Context: an optimization exercise on an open-source flow, tuned for small area, a short achievable clock period and few clock cycles per item. The choices shown serve that exercise and are no tape-out recipe.
At most, simulation tests tie the RTL to the original design; equivalence was not proved.
Power figures rest on the tool's default switching activity, not on a simulated workload.

## the baseline
## rs144_dec
module rs144_dec (
  input  wire        clk,
  input  wire        rst,
  input  wire        in_valid,
  output wire        in_ready,
  input  wire [7:0]  in_data,
  output wire        out_valid,
  input  wire        out_ready,
  output wire        out_fail,
  output wire [2:0]  out_nerr,
  output wire [31:0] out_pos,
  output wire [31:0] out_val
);
Settings: LEC_CHECK=0, CAP_MARGIN=20, CORE_MARGIN=2, CORE_UTILIZATION=60, CTS_CLUSTER_DIAMETER=100, CTS_CLUSTER_SIZE=24, PLACE_DENSITY=0.7, SLEW_MARGIN=20; clock period 10.0 ns.
standard.sh (not shown) runs the stock make flow with config.mk's settings and CLKGATE_MAP_FILE= SYNTH_SCRIPT=/design/flow/synth_recipe.tcl, a recipe that flattens the netlist after the stock synthesis.
==> flow/flow/run.sh <==
#!/bin/bash
# Standard layout, with timing repair aimed below the design's period.
set -euo pipefail
bash standard.sh SETUP_SLACK_MARGIN=7.2 finish > flow_make.log 2>&1
Testbench counts of the baseline, summed over its fixed seeds: cycles 117,448, items 800.
--- input diff the baseline..the candidate ---
==> flow/flow/run.sh <==
#!/bin/bash
# Standard layout, with timing repair aimed below the design's period.
set -euo pipefail
bash standard.sh SETUP_SLACK_MARGIN=7.0 finish > flow_make.log 2>&1
diff --git a/flow/config.mk b/flow/config.mk
--- a/flow/config.mk
+++ b/flow/config.mk
@@ -10,5 +10,5 @@
 export CORE_UTILIZATION = 60
 export CTS_CLUSTER_DIAMETER = 100
-export CTS_CLUSTER_SIZE = 24
+export CTS_CLUSTER_SIZE = 20
 export PLACE_DENSITY = 0.7
 export SLEW_MARGIN = 20
--- outcome ---
The candidate was carried through to the last stage, and its layout satisfied the timing, design-rule and antenna checks.
Row met1 track demand over resource: the candidate lower / the baseline higher
Smallest setup slack after layout: the baseline vs the candidate — no meaningful difference
For total placed instance area, the candidate and the baseline come out practically identical.
Lower global router's overall resource usage goes to the candidate over the baseline.
Of the baseline and the candidate, the run reporting the higher final layout net count was the baseline.
Diff the candidate..the baseline | number of slew-limit violations in the final report | negligible
Against the baseline as the reference, the candidate delivers a higher pre-CTS setup slack.


rs144_dec, a different RTL version from the one above (not shown whole).
Size in the first run: about 2500 cells after synthesis, roughly 460 flip-flops, roughly 82 I/O pins, about 0.023 sq mm of cells after synthesis.
Settings: LEC_CHECK=0, CAP_MARGIN=20, CORE_MARGIN=2, CORE_UTILIZATION=50, CTS_CLUSTER_DIAMETER=100, CTS_CLUSTER_SIZE=20, PLACE_DENSITY=0.6, SLEW_MARGIN=20; clock period 10.0 ns.
==> flow/flow/run.sh <==
#!/bin/bash
# Standard layout, with timing repair aimed below the design's period.
set -euo pipefail
bash standard.sh SETUP_SLACK_MARGIN=6.9 finish > flow_make.log 2>&1
The first run ran to the end with no violations.
Rerun with:
CORE_UTILIZATION = 60   (was 50)
PLACE_DENSITY = 0.7   (was 0.6)
Register-to-register slack improves by 0.04 ns.
Utilization rose by 11 points.
Die area went down by 16%.
Non-clock buffer count is higher by 1.
Synthesized area is unchanged.
Hold slack gets better by 0.0052 ns.
Wire length decreases by 2.4%.
Setup slack stays flat.
Final area came out lower by 0.35%.
No functional check of the RTL was part of any run of this note.


Another version of the RTL of rs144_dec (not shown whole).
Size: ~3000 cells after synthesis, ~460 flip-flops, roughly 24000 um^2 of cells after synthesis.
export LEC_CHECK = 0
export ABC_AREA = 1
export CAP_MARGIN = 20
export CORE_MARGIN = 2
export CORE_UTILIZATION = 60
export CTS_CLUSTER_DIAMETER = 100
export CTS_CLUSTER_SIZE = 20
export PLACE_DENSITY = 0.7
export SLEW_MARGIN = 20
create_clock -name core_clock -period 10.0 [get_ports {clk}]
Scripts as last shown in full above: flow/flow/run.sh
Testbench counts at the start, summed over its fixed seeds: cycles 116,685, items 800.
Then changed:
==> flow/flow/run.sh (replaced) <==
#!/bin/bash
# Standard layout, with timing repair aimed below the design's period.
set -euo pipefail
bash standard.sh SETUP_SLACK_MARGIN=6.95 finish > flow_make.log 2>&1
--- a/flow/config.mk
+++ b/flow/config.mk
@@ -6,5 +6,4 @@
 export NUM_CORES = 4
 export LEC_CHECK = 0
-export ABC_AREA = 1
 export CAP_MARGIN = 20
 export CORE_MARGIN = 2
The new run finished clean.
Wire length decreases by 7.3%.
Sequential power came out higher by about 4%.
Via count shrinks by 11%.
Utilization came out higher by 1.9 points.
Flip-flop and latch count does not change.
Clock power stays flat.
Synthesized area drops by 3.5%.
Then changed:
--- a/flow/config.mk
+++ b/flow/config.mk
@@ -9,6 +9,6 @@
 export CORE_MARGIN = 2
 export CORE_UTILIZATION = 60
-export CTS_CLUSTER_DIAMETER = 100
-export CTS_CLUSTER_SIZE = 20
+export CTS_CLUSTER_DIAMETER = 60
+export CTS_CLUSTER_SIZE = 12
 export PLACE_DENSITY = 0.7
 export SLEW_MARGIN = 20
Synthesized cell count does not change.
Flip-flop and latch count does not change.
Wire length climbs by 1.0%.
First-iteration DRC count grows by 3.8%.
Final cell count is higher by 0.52%.
Clock power grows by 45%.
Total power came out higher by 6.2%.
Core utilization came out higher by 0.71 points.
Final area is higher by 1.0%.
Clock skew stays flat.
Then changed:
==> flow/flow/run.sh (replaced) <==
#!/bin/bash
# Standard layout, with timing repair aimed below the design's period.
set -euo pipefail
bash standard.sh SETUP_SLACK_MARGIN=6.9 finish > flow_make.log 2>&1
--- a/flow/config.mk
+++ b/flow/config.mk
@@ -6,9 +6,10 @@
 export NUM_CORES = 4
 export LEC_CHECK = 0
+export ABC_CLOCK_PERIOD_IN_PS = 3000
 export CAP_MARGIN = 20
 export CORE_MARGIN = 2
 export CORE_UTILIZATION = 60
-export CTS_CLUSTER_DIAMETER = 60
-export CTS_CLUSTER_SIZE = 12
+export CTS_CLUSTER_DIAMETER = 100
+export CTS_CLUSTER_SIZE = 20
 export PLACE_DENSITY = 0.7
 export SLEW_MARGIN = 20
Flip-flop and latch count stays the same.
Worst setup slack gets worse by 0.033 ns.
Synthesized area is unchanged.
Total power is lower by about 7%.
Fmax is lower by about 1.1%.
Design area is lower by 3.0%.
Synthesized cell count does not change.
Wire length is lower by about 2%.
Count of clock-buffer cells in the layout is lower by 27.

==> static timing again, ports no longer ideal <==
In the flow no input, the clock included, has a driving cell. The finished layouts below were timed again as built, in two steps.
Step 1 (the two cells are an assumption about what drives the block):
set clk [get_ports {clk}]
set_driving_cell -lib_cell sky130_fd_sc_hd__clkbuf_16 $clk
set_driving_cell -lib_cell sky130_fd_sc_hd__buf_2 [delete_from_list [all_inputs] $clk]
Step 2 times the ports against the registers' clock, not the clock port: input delays grow and output delays shrink by t, the midpoint of the rising clock arrivals with the driver on.
a / b / c = no drivers / after step 1 / after step 2; a / b = the first two.
run | t, ns | slack for setup (ns) | clock arrival spread, ns | slew at the worst register clock pin (ns) | worst slew at a driven data input, ns
the baseline | 0.627 | 6.849 / 6.793 / 6.405 | 0.046 / 0.045 | 0.10 / 0.10 | 0.05
the candidate | 0.630 | 6.851 / 6.797 / 6.388 | 0.019 / 0.018 | 0.09 / 0.09 | 0.05
the first run of note 2 | 0.638 | 6.929 / 6.869 / 6.469 | 0.039 / 0.038 | 0.09 / 0.09 | 0.03
the second run of note 2 | 0.632 | 6.931 / 6.877 / 6.420 | 0.026 / 0.026 | 0.09 / 0.09 | 0.03
the first run of note 3 | 0.629 | 6.933 / 6.876 / 6.391 | 0.016 / 0.016 | 0.09 / 0.09 | 0.03
the second run of note 3 | 0.623 | 6.954 / 6.899 / 6.384 | 0.018 / 0.018 | 0.09 / 0.09 | 0.03
the third run of note 3 | 0.615 | 6.978 / 6.923 / 6.400 | 0.020 / 0.021 | 0.07 / 0.07 | 0.03
the fourth run of note 3 | 0.627 | 6.945 / 6.888 / 6.361 | 0.025 / 0.025 | 0.09 / 0.09 | 0.03
After both steps setup and hold are still met in every run listed. For the fourth run of note 3, which loses most, drivers alone change the setup slack by -0.057 ns; drivers and shift together by -0.584 ns.
